This design comes from an exercise in tuning for small area and a short achievable clock period on the open sky130 flow, not from production work. Only simulation tests tie the RTL to the original design; equivalence was not proved. Power figures rest on the tool's default switching activity, not on a simulated workload.

Design ecc_rmw, start of the top module:
module ecc_rmw (
    input  wire        clk,
    input  wire        rst,           
    input  wire        in_valid,
    input  wire [71:0] in_rd_cw,      
    input  wire [63:0] in_wdata,      
    input  wire [7:0]  in_wmask,      
    input  wire [7:0]  in_wpar,       
    output reg         out_valid,
    output reg  [63:0] out_rdata,     
    output reg  [7:0]  out_rpar,      
    output reg  [7:0]  out_syndrome,  
    output reg         out_sbe,       
    output reg         out_ded,       
    output reg  [71:0] out_wr_cw,     
    output reg         out_poison     
);
For scale: about 300 flip-flops, ~310 I/O pins, about 14,000 µm² of cells after synthesis.
==> flow/config.mk <==
export PLATFORM = sky130hd
export DESIGN_NAME = ecc_rmw
export DESIGN_NICKNAME = ecc_rmw
export VERILOG_FILES = /design/flow/design.v
export SDC_FILE = /design/flow/constraint.sdc
export NUM_CORES = 4
export LEC_CHECK = 0
export ABC_AREA = 1
export CAP_MARGIN = 0
export CORE_MARGIN = 2
export CORE_UTILIZATION = 40
export SETUP_SLACK_MARGIN = 3.25
export SLEW_MARGIN = 0
==> flow/constraint.sdc <==
create_clock -name core_clock -period 5.5 [get_ports {clk}]
set_input_delay 1.1000 -clock core_clock [delete_from_list [all_inputs] [get_ports {clk}]]
set_output_delay 1.1000 -clock core_clock [all_outputs]
set_load 0.01 [all_outputs]
standard.sh (not shown) runs the stock make flow with config.mk's settings and CLKGATE_MAP_FILE= SYNTH_SCRIPT=/design/flow/synth_recipe.tcl, a recipe that flattens the netlist after the stock synthesis.
==> flow/flow/run.sh <==
#!/bin/bash
# Standard layout with plain port buffers, no CTS dummy loads.
set -euo pipefail
export BUFFER_PORTS_ARGS="-buffer_cell sky130_fd_sc_hd__buf_2"
export CTS_ARGS="-sink_clustering_enable -repair_clock_nets -dont_use_dummy_load"
bash standard.sh > standard.log 2>&1
Then changed:
==> flow/flow/run.sh (replaced) <==
#!/bin/bash
# Standard layout with plain port buffers (buf_2 on inputs, buf_1 on outputs)
# and no CTS dummy loads.
set -euo pipefail
here=$(pwd)
export BUFFER_PORTS_ARGS="-inputs -buffer_cell sky130_fd_sc_hd__buf_2"
export PRE_GLOBAL_PLACE_TCL="$here/flow/out_buffers.tcl"
export CTS_ARGS="-sink_clustering_enable -repair_clock_nets -dont_use_dummy_load"
bash standard.sh > standard.log 2>&1
==> flow/flow/out_buffers.tcl (new file) <==
buffer_ports -outputs -buffer_cell sky130_fd_sc_hd__buf_1
CAP_MARGIN = 20   (was 0)
SETUP_SLACK_MARGIN = 3.1   (was 3.25)
SLEW_MARGIN = 20   (was 0)
Outcome: The new run ran to the end with no violations; synthesized cell count stays the same; sequential share of layout area goes up by 2.7 points; setup slack loses 0.16 ns; total power goes down by 2.6%; non-clock buffer count goes down by 187; critical path depth goes up by 10; cell area goes down by 7.7%; synthesized area stays the same; routed wire length barely changes; first-iteration DRC count goes up by 5.3%.
Then changed:
==> flow/flow/run.sh (replaced) <==
#!/bin/bash
# Standard layout with plain port buffers, no CTS dummy loads.
set -euo pipefail
export BUFFER_PORTS_ARGS="-buffer_cell sky130_fd_sc_hd__buf_2"
export CTS_ARGS="-sink_clustering_enable -repair_clock_nets -dont_use_dummy_load"
bash standard.sh > standard.log 2>&1
SETUP_SLACK_MARGIN = 3.3   (was 3.1)
TNS_END_PERCENT = 20   (was default)
removed: flow/flow/out_buffers.tcl
Effect:
- The new run completed without violations
- via count went up by 4.1%
- area after synthesis is unchanged
- wire length grows by 2.8%
- synthesized cell count stays the same
- die area stays the same
- core utilization grows by 3.6 points
- maximum frequency rose by 5.1%
Then changed:
PLACE_DENSITY = 0.45   (was default)
SETUP_SLACK_MARGIN = 3.25   (was 3.3)
TNS_END_PERCENT = default   (was 20)
Effect: The new run completed with no timing, DRC or antenna violations; cell area rose by 2.6%; total power rose by 4.6%; routed wire length fell by 0.92%.
Then changed:
ABC_AREA = default   (was 1)
PLACE_DENSITY = default   (was 0.45)
Result: Worst hold slack gains 0.042 ns; design area went down by 4.6%; wire length went down by 12%; combinational power went up by 24%; count of clock-buffer cells in the layout went down by 1; clock skew went down by 0.022 ns; core utilization went up by 0.65 points; total power went up by 9.8%; via count went down by 20%; global-route usage went down by 2.0 points; area after synthesis went down by 5.9%.

========
ecc_rmw, a different RTL version from the one above (not shown whole).
For scale: roughly 1600 cells after synthesis, about 14000 µm² of cells after synthesis.
Settings: LEC_CHECK=0, ABC_AREA=1, CAP_MARGIN=20, CORE_MARGIN=2, CORE_UTILIZATION=40, SETUP_SLACK_MARGIN=3.3, SLEW_MARGIN=20; clock period 5.5 ns.
==> flow/flow/run.sh <==
#!/bin/bash
# Standard layout with plain buf_1 port buffers and no CTS dummy loads.
set -euo pipefail
export BUFFER_PORTS_ARGS="-buffer_cell sky130_fd_sc_hd__buf_1"
export CTS_ARGS="-sink_clustering_enable -repair_clock_nets -dont_use_dummy_load"
bash standard.sh > standard.log 2>&1
Rerun with:
==> flow/flow/run.sh (replaced) <==
#!/bin/bash
# Standard layout with plain port buffers, no CTS dummy loads.
set -euo pipefail
export BUFFER_PORTS_ARGS="-buffer_cell sky130_fd_sc_hd__buf_2"
bash standard.sh > standard.log 2>&1
--- a/flow/config.mk
+++ b/flow/config.mk
@@ -10,4 +10,4 @@
 export CORE_MARGIN = 2
 export CORE_UTILIZATION = 40
-export SETUP_SLACK_MARGIN = 3.3
+export SETUP_SLACK_MARGIN = 3.2
 export SLEW_MARGIN = 20
Routed wire length rises by 0.45%.
Global-route usage grows by 0.23 points.
Die area does not change.
Cell count rose by 0.81%.
Design area increases by 2.3%.
Clock skew came out lower by 11 ps.
Setup slack loses 68 ps.
Worst hold slack hardly moves.
Clock power went up by 25%.
Register-to-register slack got worse by 110 ps.
Rerun with:
==> flow/flow/run.sh (replaced) <==
#!/bin/bash
# Standard layout with plain port buffers, no CTS dummy loads.
set -euo pipefail
export BUFFER_PORTS_ARGS="-buffer_cell sky130_fd_sc_hd__buf_1"
export CTS_ARGS="-sink_clustering_enable -repair_clock_nets -dont_use_dummy_load"
bash standard.sh > standard.log 2>&1
--- a/flow/config.mk
+++ b/flow/config.mk
@@ -10,4 +10,4 @@
 export CORE_MARGIN = 2
 export CORE_UTILIZATION = 40
-export SETUP_SLACK_MARGIN = 3.2
+export SETUP_SLACK_MARGIN = 3.25
 export SLEW_MARGIN = 20
Maximum frequency climbs by 1.1%.
Total power fell by 5.8%.
Routed wire length drops by 0.40%.
Non-clock buffer count rises by 2.
Rerun with:
==> flow/flow/run.sh (replaced) <==
#!/bin/bash
# Standard layout with plain port buffers, no CTS dummy loads.
set -euo pipefail
export BUFFER_PORTS_ARGS="-buffer_cell sky130_fd_sc_hd__buf_2"
export CTS_ARGS="-sink_clustering_enable -repair_clock_nets -dont_use_dummy_load"
bash standard.sh > standard.log 2>&1
Outcome: The new run passed the timing, design-rule and antenna checks; non-clock buffer count is lower by 2; clock skew goes down by 11 ps; final area rose by about 2.2%; final cell count hardly moves; area after synthesis stays the same; wire length came out higher by about 1.3%.
Rerun with:
--- a/flow/config.mk
+++ b/flow/config.mk
@@ -10,4 +10,4 @@
 export CORE_MARGIN = 2
 export CORE_UTILIZATION = 40
-export SETUP_SLACK_MARGIN = 3.25
+export SETUP_SLACK_MARGIN = 3.35
 export SLEW_MARGIN = 20
What happened: The changed run passed the timing, design-rule and antenna checks. Worst hold slack got worse by 4.7 ps. Synthesized cell count is unchanged. Non-clock buffer count went up by 33.
Rerun with:
--- a/flow/config.mk
+++ b/flow/config.mk
@@ -10,4 +10,4 @@
 export CORE_MARGIN = 2
 export CORE_UTILIZATION = 40
-export SETUP_SLACK_MARGIN = 3.35
+export SETUP_SLACK_MARGIN = 3.1
 export SLEW_MARGIN = 20
=> The changed run completed without violations; global-route usage is lower by 0.38 points; area after synthesis does not change; critical path depth drops by 7; routed wire length came out lower by 1.9%; via count went down by 0.67%; clock-buffer cell count stays the same; combinational power goes down by 19%; sequential share of layout area rises by 1.8 points.

========
Setup of run 1:
RTL: one of the versions met above, not the one the previous note started from.
Size in the first run: ~310 I/O pins.
==> flow/design.v (excerpt) <==
module ecc_rmw (
    input  wire        clk,
    input  wire        rst,           
    input  wire        in_valid,
    input  wire [71:0] in_rd_cw,      
    input  wire [63:0] in_wdata,      
    input  wire [7:0]  in_wmask,      
    input  wire [7:0]  in_wpar,       
    output reg         out_valid,
    output reg  [63:0] out_rdata,     
    output reg  [7:0]  out_rpar,      
    output reg  [7:0]  out_syndrome,  
    output reg         out_sbe,       
    output reg         out_ded,       
    output reg  [71:0] out_wr_cw,     
    output reg         out_poison     
);
    localparam [511:0] HCOL = 512'hf8c73e3d3b372f1fe0d0c8c4c2c1b0a8a4a2a1989492918c8a898685837068646261585452514c4a49464543383432312c2a292625231c1a191615130e0d0b07;
    localparam [7:0] POISON_MASK = 8'h03;
    integer k;
    wire in_syn_t0 = in_rd_cw[56] ^ in_rd_cw[60];
    wire in_syn_t1 = in_rd_cw[57] ^ in_rd_cw[61];
    wire in_syn_t2 = in_rd_cw[58] ^ in_rd_cw[59];
    wire in_syn_t3 = in_rd_cw[22] ^ in_rd_cw[62];
    wire in_syn_t4 = in_rd_cw[49] ^ in_rd_cw[63];
    wire in_syn_t5 = in_rd_cw[14] ^ in_syn_t1;
    wire in_syn_t6 = in_rd_cw[2] ^ in_syn_t0;
    wire in_syn_t7 = in_rd_cw[17] ^ in_syn_t2;
    wire in_syn_t8 = in_rd_cw[12] ^ in_rd_cw[37];
    wire in_syn_t9 = in_rd_cw[7] ^ in_rd_cw[9];
  ...
clock: 5.5 ns
lec_check: 0
abc_area: 1
cap_margin: 20
core_margin: 2
core_utilization: 40
setup_slack_margin: 3.25
slew_margin: 20
==> flow/flow/run.sh <==
#!/bin/bash
# Standard layout with plain port buffers, no CTS dummy loads.
set -euo pipefail
export BUFFER_PORTS_ARGS="-buffer_cell sky130_fd_sc_hd__buf_2"
export CTS_ARGS="-sink_clustering_enable -repair_clock_nets -dont_use_dummy_load -root_buf sky130_fd_sc_hd__clkbuf_16 -buf_list sky130_fd_sc_hd__clkbuf_4"
bash standard.sh > standard.log 2>&1
Run 1 did not stop at any stage, and its layout met the timing, design-rule and antenna checks.
Edits applied to the flow inputs when going from run 1 to run 2:
Settings: SETUP_SLACK_MARGIN changed from 3.25 to 3.1.
--- a/flow/flow/run.sh
+++ b/flow/flow/run.sh
@@ -5 +5 @@
-export CTS_ARGS="-sink_clustering_enable -repair_clock_nets -dont_use_dummy_load -root_buf sky130_fd_sc_hd__clkbuf_16 -buf_list sky130_fd_sc_hd__clkbuf_4"
+export CTS_ARGS="-sink_clustering_enable -repair_clock_nets -dont_use_dummy_load -sink_clustering_size 25 -sink_clustering_max_diameter 80"
[summary]
Run 2 went all the way through the flow, and no timing, DRC or antenna check failed.
Compared with run 1, in run 2 number of diodes added for antenna fixing saw a decrease; detailed route wirelength on metal3 saw a decrease.
Against run 1 as the reference, run 2 delivers a higher met2 usage.
Compared with run 1, run 2 shows a lower via count.
The number of gates given a new drive strength after cts of run 2 is lower than that of run 1.
Run comparison: run 1 type of the worst setup path in -> reg; run 2 type of the worst setup path reg -> reg
Launching element of the worst setup path = s0_wmask[1]: run 2; launching element of the worst setup path = in_rd_cw[58]: run 1
Final cell utilization of the core, run 2 and run 1: smaller value in run 2
Going from run 1 to run 2, largest net degree at the start of global routing grew by more than 10%.
Run 1 → run 2: final design area excluding fillers moved down, final worst hold slack moved down.
The inputs of run 3 differ from those of run 2 as listed below.
--- a/flow/flow/run.sh
+++ b/flow/flow/run.sh
@@ -5 +5 @@
-export CTS_ARGS="-sink_clustering_enable -repair_clock_nets -dont_use_dummy_load -sink_clustering_size 25 -sink_clustering_max_diameter 80"
+export CTS_ARGS="-sink_clustering_enable -repair_clock_nets -dont_use_dummy_load"
[summary]
- Run 3 | status: complete | timing, DRC, antenna: pass
- ~same starting utilization of the core area in run 2 and run 3
- Comparing layout overhead on the synthesized area for run 2 and run 3, the smaller number came from run 2.
- Fill cell total of the finished layout, run 3 vs run 2: down slightly
- Going from run 2 to run 3, total area of multi-input combinational cells went down by 0.35%, worst path buffer plus inverter count lost 1, number of optimization iterations in the first detailed-route pass shrank by 1.

========
Another version of the RTL of ecc_rmw (not shown whole).
For scale: roughly 1,200 cells after synthesis, ~300 flip-flops, roughly 310 I/O pins.
## ecc_rmw
module ecc_rmw (
    input  wire        clk,
    input  wire        rst,           
    input  wire        in_valid,
    input  wire [71:0] in_rd_cw,      
    input  wire [63:0] in_wdata,      
    input  wire [7:0]  in_wmask,      
    input  wire [7:0]  in_wpar,       
    output reg         out_valid,
    output reg  [63:0] out_rdata,     
    output reg  [7:0]  out_rpar,      
    output reg  [7:0]  out_syndrome,  
    output reg         out_sbe,       
    output reg         out_ded,       
    output reg  [71:0] out_wr_cw,     
    output reg         out_poison     
);
clock: 5.5 ns
lec_check: 0
cap_margin: 20
core_margin: 2
core_utilization: 40
setup_slack_margin: 3.1
slew_margin: 20
==> flow/flow/run.sh <==
#!/bin/bash
# Standard layout with plain port buffers, no CTS dummy loads, and power/area
# recovery of non-critical gates after global routing.
set -euo pipefail
export BUFFER_PORTS_ARGS="-buffer_cell sky130_fd_sc_hd__buf_2"
export CTS_ARGS="-sink_clustering_enable -repair_clock_nets -dont_use_dummy_load"
export RECOVER_POWER=100
bash standard.sh > standard.log 2>&1
Next try:
==> flow/flow/run.sh (replaced) <==
#!/bin/bash
# Standard layout, with plain buffers on the ports instead of ORFS's default choice.
set -euo pipefail
export BUFFER_PORTS_ARGS="-buffer_cell sky130_fd_sc_hd__buf_2"
bash standard.sh > standard.log 2>&1
- ABC_CLOCK_PERIOD_IN_PS: default -> 2000
- SETUP_SLACK_MARGIN: 3.1 -> 3.4
Result: Critical path depth rose by 1; count of clock-buffer cells in the layout rose by 9; utilization rose by 6.3 points; maximum frequency rose by a quarter to a third.
Next try:
==> flow/flow/run.sh (replaced) <==
#!/bin/bash
# Standard layout with plain port buffers, no CTS dummy loads.
set -euo pipefail
export BUFFER_PORTS_ARGS="-buffer_cell sky130_fd_sc_hd__buf_2"
export CTS_ARGS="-sink_clustering_enable -repair_clock_nets -dont_use_dummy_load"
bash standard.sh > standard.log 2>&1
- ABC_AREA: default -> 1
- ABC_CLOCK_PERIOD_IN_PS: 2000 -> default
- SETUP_SLACK_MARGIN: 3.4 -> 3.25
Wire length increases by about 10%. Cell count increases by about 26%. Critical path depth decreases by 4. Power decreases by about 18%. Setup slack gets better by 260 ps. Die area increases by about 3.7%. Sequential power decreases by about 4%.
Next try:
==> flow/flow/run.sh (replaced) <==
#!/bin/bash
# Standard layout, with plain buffers on the ports instead of ORFS's default choice.
set -euo pipefail
export BUFFER_PORTS_ARGS="-buffer_cell sky130_fd_sc_hd__buf_2"
bash standard.sh > standard.log 2>&1
- ABC_AREA: 1 -> default
- ABC_CLOCK_PERIOD_IN_PS: default -> 2000
- SETUP_SLACK_MARGIN: 3.25 -> 3.1
After rerunning: The new run passed the timing, design-rule and antenna checks; combinational power climbs by 26%; worst setup slack loses 230 ps; total power climbs by 13%; core utilization climbs by 0.67 points; global-route usage drops by 1.8 points; critical path depth climbs by 4; clock power climbs by about 9%; maximum frequency drops by 9.2%.

========
== P ==
ecc_rmw with an RTL version that a note above also has.
Size in the first run: roughly 1600 cells after synthesis, ~300 flip-flops, about 310 I/O pins, about 0.014 sq mm of cells after synthesis.
clock: 5.5 ns
lec_check: 0
abc_area: 1
cap_margin: 20
core_margin: 2
core_utilization: 40
setup_slack_margin: 3.15
slew_margin: 20
==> flow/flow/run.sh <==
#!/bin/bash
# Standard layout with plain port buffers, no CTS dummy loads.
set -euo pipefail
export BUFFER_PORTS_ARGS="-buffer_cell sky130_fd_sc_hd__buf_2"
export CTS_ARGS="-sink_clustering_enable -repair_clock_nets -dont_use_dummy_load"
bash standard.sh > standard.log 2>&1
P closes out successfully: all stages finished, all timing, DRC and antenna checks passed.
The following lists how Q was set up differently from P:
Settings: SETUP_SLACK_MARGIN: 3.15 -> 3.3.
-- flow/flow/run.sh --
<<< P, line 4
export BUFFER_PORTS_ARGS="-buffer_cell sky130_fd_sc_hd__buf_2"
>>> Q, line 4
export BUFFER_PORTS_ARGS="-buffer_cell sky130_fd_sc_hd__buf_1"
--- outcome ---
[compare] base=P new=Q: worst hold slack ~0 delta; total length of routed met3 wires moved up; total power of the final layout saw an increase; power per unit of standard cell area now sits higher.
### Q -> R
Settings: changing SETUP_SLACK_MARGIN from 3.3 to 3.17.
-- flow/flow/run.sh --
<<< Q, line 4
export BUFFER_PORTS_ARGS="-buffer_cell sky130_fd_sc_hd__buf_1"
>>> R, line 4
export BUFFER_PORTS_ARGS="-buffer_cell sky130_fd_sc_hd__buf_2"
### Flow results
R ends up with lower relative contribution of combinational cells to total power than Q does.
On R: area of the multi-input gates is about 3% lower than what Q gave.
Comparing R and Q, the higher overall power of the completed layout is on Q.
In R, the worst slew margin relative to its limit came out 15 points above the value in Q.
From Q to R the numbers moved as follows: final wirelength now larger, worst hold margin comparable.
Q -> R: synthesis-to-finish area growth flat
Result: PASS for each of R and Q
Inputs modified between R and S:
Settings: SETUP_SLACK_MARGIN changed from 3.17 to 3.2.
-- flow/flow/run.sh --
<<< R, line 4
export BUFFER_PORTS_ARGS="-buffer_cell sky130_fd_sc_hd__buf_2"
>>> S, line 4
export BUFFER_PORTS_ARGS="-buffer_cell sky130_fd_sc_hd__buf_1"
On overall power after layout, R tracks S almost exactly. The final layout from S, which completed every stage, passed the timing, design-rule and antenna checks at the end of the flow. Per the comparison of S with R, via count of the first global-routing pass dropped about 0.9%; combinational share of power barely changed; fraction of power consumed by the clock network barely changed. S vs. R: number of failing hold endpoints at the final stage closely matched the old numbers; register fraction of the total cell area increased by 0.54 points relative to the old numbers.
For T, these inputs were changed with respect to S:
-- flow/flow/run.sh --
<<< S, line 4
export BUFFER_PORTS_ARGS="-buffer_cell sky130_fd_sc_hd__buf_1"
>>> T, line 4
export BUFFER_PORTS_ARGS="-buffer_cell sky130_fd_sc_hd__buf_2"
Notes after the runs:
In the tables for T and S, share of power burned in registers reads higher with S. As far as total number of multi-input combinational cells is concerned, T and S perform about the same. Headroom to the max-slew limit: T vs S up 10 points. Diff S -> T: global placer's final weighted congestion has decreased, area growth from synthesis to final layout has increased. Aggregate routed wire length for T: 0.83% up relative to S. The estimated power of T ends up higher than the estimate for S.

## static timing again, ports no longer ideal
How much do the figures lean on ideal ports? The routed layouts below were timed once more, with nothing changed but the port constraints.
Step 1 (the two cells are an assumption about what drives the block):
set clk [get_ports {clk}]
set_driving_cell -lib_cell sky130_fd_sc_hd__clkbuf_16 $clk
set_driving_cell -lib_cell sky130_fd_sc_hd__buf_2 [delete_from_list [all_inputs] $clk]
Step 2 also shifts input and output timing later by t, the mid clock arrival at the registers, as if the neighbouring blocks saw the same clock.
a / b / c = no drivers / after step 1 / after step 2; a / b = the first two.
| run | shift t [ns] | setup slack, ns | hold WS [ns] | latest minus earliest clock arrival (ns) | worst slew at a driven data input, ns |
|---|---|---|---|---|---|
| the first run of note 1 | 0.613 | 3.316 / 3.285 / 2.741 | 0.406 / 0.406 / 0.406 | 0.015 / 0.015 | 0.08 |
| the second run of note 1 | 0.583 | 3.157 / 3.157 / 2.628 | 0.399 / 0.399 / 0.399 | 0.053 / 0.053 | 0.06 |
| the third run of note 1 | 0.610 | 3.270 / 3.252 / 2.694 | 0.376 / 0.376 / 0.376 | 0.021 / 0.022 | 0.06 |
| the fourth run of note 1 | 0.580 | 3.288 / 3.288 / 2.773 | 0.403 / 0.403 / 0.403 | 0.076 / 0.077 | 0.07 |
| the fifth run of note 1 | 0.554 | 3.126 / 3.126 / 2.803 | 0.445 / 0.445 / 0.445 | 0.052 / 0.052 | 0.07 |
| the first run of note 2 | 0.608 | 3.314 / 3.268 / 2.733 | 0.411 / 0.411 / 0.411 | 0.023 / 0.022 | 0.07 |
| the second run of note 2 | 0.609 | 3.246 / 3.247 / 2.672 | 0.411 / 0.411 / 0.411 | 0.013 / 0.013 | 0.07 |
| the third run of note 2 | 0.610 | 3.270 / 3.230 / 2.691 | 0.406 / 0.406 / 0.406 | 0.034 / 0.034 | 0.07 |
| the fourth run of note 2 | 0.605 | 3.298 / 3.252 / 2.726 | 0.410 / 0.410 / 0.410 | 0.021 / 0.020 | 0.06 |
| the fifth run of note 2 | 0.611 | 3.362 / 3.307 / 2.804 | 0.405 / 0.405 / 0.405 | 0.028 / 0.028 | 0.04 |
| the sixth run of note 2 | 0.605 | 3.196 / 3.229 / 2.624 | 0.410 / 0.410 / 0.410 | 0.025 / 0.024 | 0.06 |
| run 1 | 0.581 | 3.280 / 3.306 / 2.734 | 0.405 / 0.405 / 0.405 | 0.047 / 0.046 | 0.07 |
| run 2 | 0.561 | 3.090 / 3.090 / 2.653 | 0.396 / 0.396 / 0.396 | 0.056 / 0.056 | 0.06 |
| run 3 | 0.606 | 3.167 / 3.200 / 2.594 | 0.399 / 0.399 / 0.399 | 0.020 / 0.020 | 0.05 |
| the first run of note 4 | 0.608 | 2.139 / 2.139 / 2.139 | 0.441 / 0.441 / 0.441 | 0.019 / 0.018 | 0.06 |
| the second run of note 4 | 0.571 | 3.024 / 3.024 / 2.850 | 0.436 / 0.436 / 0.436 | 0.026 / 0.026 | 0.06 |
| the third run of note 4 | 0.552 | 3.282 / 3.278 / 2.768 | 0.411 / 0.411 / 0.411 | 0.082 / 0.083 | 0.06 |
| the fourth run of note 4 | 0.610 | 3.057 / 3.057 / 2.632 | 0.442 / 0.442 / 0.442 | 0.019 / 0.020 | 0.06 |
| P | 0.605 | 3.227 / 3.249 / 2.653 | 0.410 / 0.410 / 0.410 | 0.024 / 0.024 | 0.06 |
| Q | 0.608 | 3.314 / 3.268 / 2.733 | 0.411 / 0.411 / 0.411 | 0.023 / 0.022 | 0.07 |
| R | 0.603 | 3.248 / 3.248 / 2.723 | 0.410 / 0.410 / 0.410 | 0.022 / 0.022 | 0.06 |
| S | 0.614 | 3.186 / 3.214 / 2.602 | 0.406 / 0.406 / 0.406 | 0.027 / 0.026 | 0.08 |
| T | 0.607 | 3.290 / 3.242 / 2.714 | 0.410 / 0.410 / 0.410 | 0.027 / 0.027 | 0.06 |
After both steps setup and hold are still met in every run listed. For S, which loses most, drivers alone change the setup slack by +0.028 ns; drivers and shift together by -0.584 ns.
